Source: an optimization exercise on an open RTL-to-GDS flow (aim: small area, a short achievable clock period and few clock cycles per item). Production flows keep margins and buffers that such runs may drop. Function was checked by simulation only, so behaviour that the tests miss may differ from the original. No activity file was given, so power comes from the tool's default toggle rates.

Design voirbo_tyu, start of the top module:
module voirbo_tyu (
    input  wire        clk,
    input  wire        rst,
    input  wire        in_valid,
    output wire        in_ready,
    input  wire [5:0]  in_op,
    input  wire        in_ovf_en,
    input  wire        in_divz_en,
    input  wire [7:0]  in_a_tag,
    input  wire [63:0] in_a,
    input  wire [7:0]  in_b_tag,
    input  wire [63:0] in_b,
    input  wire [7:0]  in_c_tag,
    input  wire [63:0] in_c,
    output reg         out_valid,
    output reg  [1:0]  out_status,
    output reg  [7:0]  out_tag,
    output reg  [63:0] out_pay,
    output reg  [63:0] out_hi,
    output reg  [15:0] out_code
);
Size in the first run: ~12,000 cells after synthesis, about 400 flip-flops, about 380 I/O pins.
export LEC_CHECK = 0
export CAP_MARGIN = 60
export CORE_MARGIN = 2
export CORE_UTILIZATION = 25
export PLACE_DENSITY = 0.42
export SETUP_SLACK_MARGIN = 5
export SLEW_MARGIN = 60
create_clock -name core_clock -period 14.0 [get_ports {clk}]
run.sh (not shown) runs the stock make flow with config.mk's settings and CLKGATE_MAP_FILE= SYNTH_SCRIPT=/design/flow/synth_recipe.tcl, a recipe that flattens the netlist after the stock synthesis.
Testbench counts at the start, summed over its fixed seeds: cycles 55,487, ops 32,000.
Then changed:
--- a/flow/design.v
+++ b/flow/design.v
@@ -166,15 +166,16 @@
         .is_flo(c_flo), .is_rat(c_rat), .is_char(c_char), .is_nil(c_nil), .is_bool(c_bool),
         .is_unbound(c_unb), .is_oct(c_oct), .is_obj(c_obj), .is_big(c_big), .is_lref(c_lref));
     wire [6:0] s1_ua, s1_ub;
     tyu_lod u_lda (.x(in_a ^ {64{in_a[63]}}), .n(s1_ua));
     tyu_lod u_ldb (.x(in_b ^ {64{in_b[63]}}), .n(s1_ub));
     wire s1_fixfix = a_fix & b_fix;
-    wire s1_bzero  = (in_b == 64'd0);
+    wire s1_bzero  = (s1_ub == 7'd0) & !in_b[63];
+    wire s1_bm1    = (s1_ub == 7'd0) & in_b[63];
+    wire s1_azero  = (s1_ua == 7'd0) & !in_a[63];
     wire s1_amin   = (in_a == MINFIX);
-    wire s1_bm1    = (in_b == {64{1'b1}});
     wire s1_mul  = ((in_op == OP_MUL) | (in_op == OP_MULW)) & s1_fixfix;
     wire s1_swap = (s1_ub > s1_ua);
     wire [7:0] s1_usum  = {1'b0, s1_ua} + {1'b0, s1_ub};
     wire [7:0] s1_oha   = 8'd1 << s1_ua[5:3];
     wire [7:0] s1_ohb   = 8'd1 << s1_ub[5:3];
     wire [7:0] s1_moh   = s1_swap ? s1_oha : s1_ohb;
@@ -225,13 +226,13 @@
     reg        r_shleft, r_shbig, r_shfits;
     reg        r_ares, r_amis, r_bres, r_bmis;
     reg        r_cpend, r_cfault, r_cempty, r_cres, r_cmis, r_cunb, r_cfix;
     reg [15:0] r_ccode;
     reg [7:0]  r_c8;
     reg        r_chi8z, r_chi7z;
-    reg        r_char_ok, r_cnt_rng, r_b063, r_b07, r_bzero, r_azero, r_amin, r_eq;
+    reg        r_char_ok, r_cnt_rng, r_b063, r_b07, r_bzero, r_bm1, r_azero, r_amin;
     wire [63:0] a = r_a;
     wire [63:0] b = r_b;
     wire [7:0]  at = r_at;
     wire [7:0]  bt = r_bt;
     wire ta_empty = (at == 8'h00), ta_fix = (at == 8'h04), ta_flo = (at == 8'h08),
          ta_rat = (at == 8'h0C), ta_char = (at == 8'h10), ta_nil = (at == 8'h14),
@@ -280,12 +281,13 @@
     wire        sub_m = r_div ? !b[63] : !((r_op == OP_ADD) | (r_op == OP_ADDW));
     wire [64:0] add_x = r_div ? {1'b0, dr1} : {a[63], a};
     wire [65:0] s66   = {add_x, 1'b1} + {{b[63], b} ^ {65{sub_m}}, sub_m};
     wire [64:0] s65   = s66[65:1];
     wire        s_ovf = (s65[64] != s65[63]);
     wire        lt_s  = s65[64];
+    wire        eq_v  = (s65[63:0] == 64'd0);    
     wire        fin_quo = (r_op == OP_QUO);
     wire [63:0] neg_in  = fin_div ? (fin_quo ? out_pay : out_hi)
                                   : (ta_rat ? {a[63:32], 32'd0} : a);
     wire [63:0] nega    = 64'd0 - neg_in;
     wire [63:0] amag    = a[63] ? nega : a;
     wire        sh_left  = r_shleft;
@@ -442,13 +444,13 @@
                                 d_status = ST_FAULT; d_code = F_DIVZERO;
                             end else begin
                                 d_status = ST_OK; d_tag = T_FAULT; d_pay = {F_DIVZERO, 48'd0};
                             end
                         end else if (ta_big || tb_big) begin
                             d_status = ST_DEFER;
-                        end else if (r_op == OP_QUO && r_amin && r_b == {64{1'b1}}) begin
+                        end else if (r_op == OP_QUO && r_amin && r_bm1) begin
                             if (r_ovf) begin
                                 d_status = ST_FAULT; d_code = F_OVERFLOW;
                             end else begin
                                 d_status = ST_PROMOTE; d_tag = T_FIX; d_pay = MINFIX;
                             end
                         end else begin
@@ -503,16 +505,16 @@
                     end
                 end
                 OP_NUMEQ, OP_LT, OP_LE, OP_GT, OP_GE: begin
                     if (ta_fix && tb_fix) begin
                         d_status = ST_OK; d_code = 16'd0; d_tag = T_BOOL;
                         case (r_op)
-                            OP_NUMEQ: d_pay = {63'd0, r_eq};
+                            OP_NUMEQ: d_pay = {63'd0, eq_v};
                             OP_LT:    d_pay = {63'd0, lt_s};
-                            OP_LE:    d_pay = {63'd0, lt_s | r_eq};
-                            OP_GT:    d_pay = {63'd0, !(lt_s | r_eq)};
+                            OP_LE:    d_pay = {63'd0, lt_s | eq_v};
+                            OP_GT:    d_pay = {63'd0, !(lt_s | eq_v)};
                             default:  d_pay = {63'd0, !lt_s};
                         endcase
                     end else if (a_num && b_num) begin
                         d_status = ST_DEFER; d_code = 16'd0;
                     end
                 end
@@ -612,13 +614,13 @@
                 end
                 OP_TYPECODE: begin
                     d_status = ST_OK; d_code = 16'd0; d_tag = T_FIX; d_pay = {58'd0, at[7:2]};
                 end
                 OP_EQ: begin
                     d_status = ST_OK; d_code = 16'd0; d_tag = T_BOOL;
-                    d_pay = {63'd0, eq_tag && r_eq};
+                    d_pay = {63'd0, eq_tag && eq_v};
                 end
                 default: ;
             endcase
         end
     end
     reg [1:0]  f_status;
@@ -702,11 +704,10 @@
             r_cpend <= c_pend; r_cfault <= c_fault; r_cempty <= c_empty;
             r_cres <= c_res; r_cmis <= c_mis; r_cunb <= c_unb; r_cfix <= c_fix;
             r_ccode <= in_c[63:48]; r_c8 <= in_c[7:0];
             r_chi8z <= (in_c[63:8] == 56'd0); r_chi7z <= (in_c[63:7] == 57'd0);
             r_char_ok <= s1_char_ok; r_cnt_rng <= s1_cnt_rng;
             r_b063 <= (in_b[63:6] == 58'd0); r_b07 <= (in_b[63:3] == 61'd0);
-            r_bzero <= s1_bzero; r_azero <= (in_a == 64'd0); r_amin <= s1_amin;
-            r_eq <= (in_a == in_b);
+            r_bzero <= s1_bzero; r_bm1 <= s1_bm1; r_azero <= s1_azero; r_amin <= s1_amin;
         end
     end
 endmodule
After rerunning: Sequential power is higher by about 5%; die area is about the same; sequential cell count is unchanged; total power is higher by about 2.4%; setup slack improves by 0.059 ns; clock power is higher by about 8%; final cell count is higher by about 0.34%; area after synthesis stays flat; clock skew is higher by 0.032 ns; via count is higher by 2.3%; clock-buffer cell count is higher by 19.
Testbench counts after the change, summed over its fixed seeds: cycles 55,487, ops 32,000.

==> separate check: timing with driven ports <==
No port has a modelled driver above. Below, the same layouts with a new extraction and two added sets of constraints.
Step 1 assumes that a clkbuf_16 drives the clock port and a buf_2 every other input.
Step 2 times the ports against the registers' clock, not the clock port: input delays grow and output delays shrink by t, the midpoint of the rising clock arrivals with the driver on.
Slacks: no drivers / after step 1 / after step 2; pairs: no drivers / after step 1.
run | t, ns | setup WS [ns] | hold slack, ns | worst register clock-pin slew, ns | pins driven straight from the clock port
the first run | 0.953 | 4.714 / 4.714 / 4.354 | 0.549 / 0.549 / 0.549 | 0.08 / 0.08 | 1
the second run | 0.964 | 4.773 / 4.773 / 4.202 | 0.565 / 0.565 / 0.565 | 0.09 / 0.09 | 1
After both steps setup and hold are still met in every run listed. The setup slack of the second run, which loses most, moves by 0.000 ns with the drivers and by -0.571 ns with both steps.
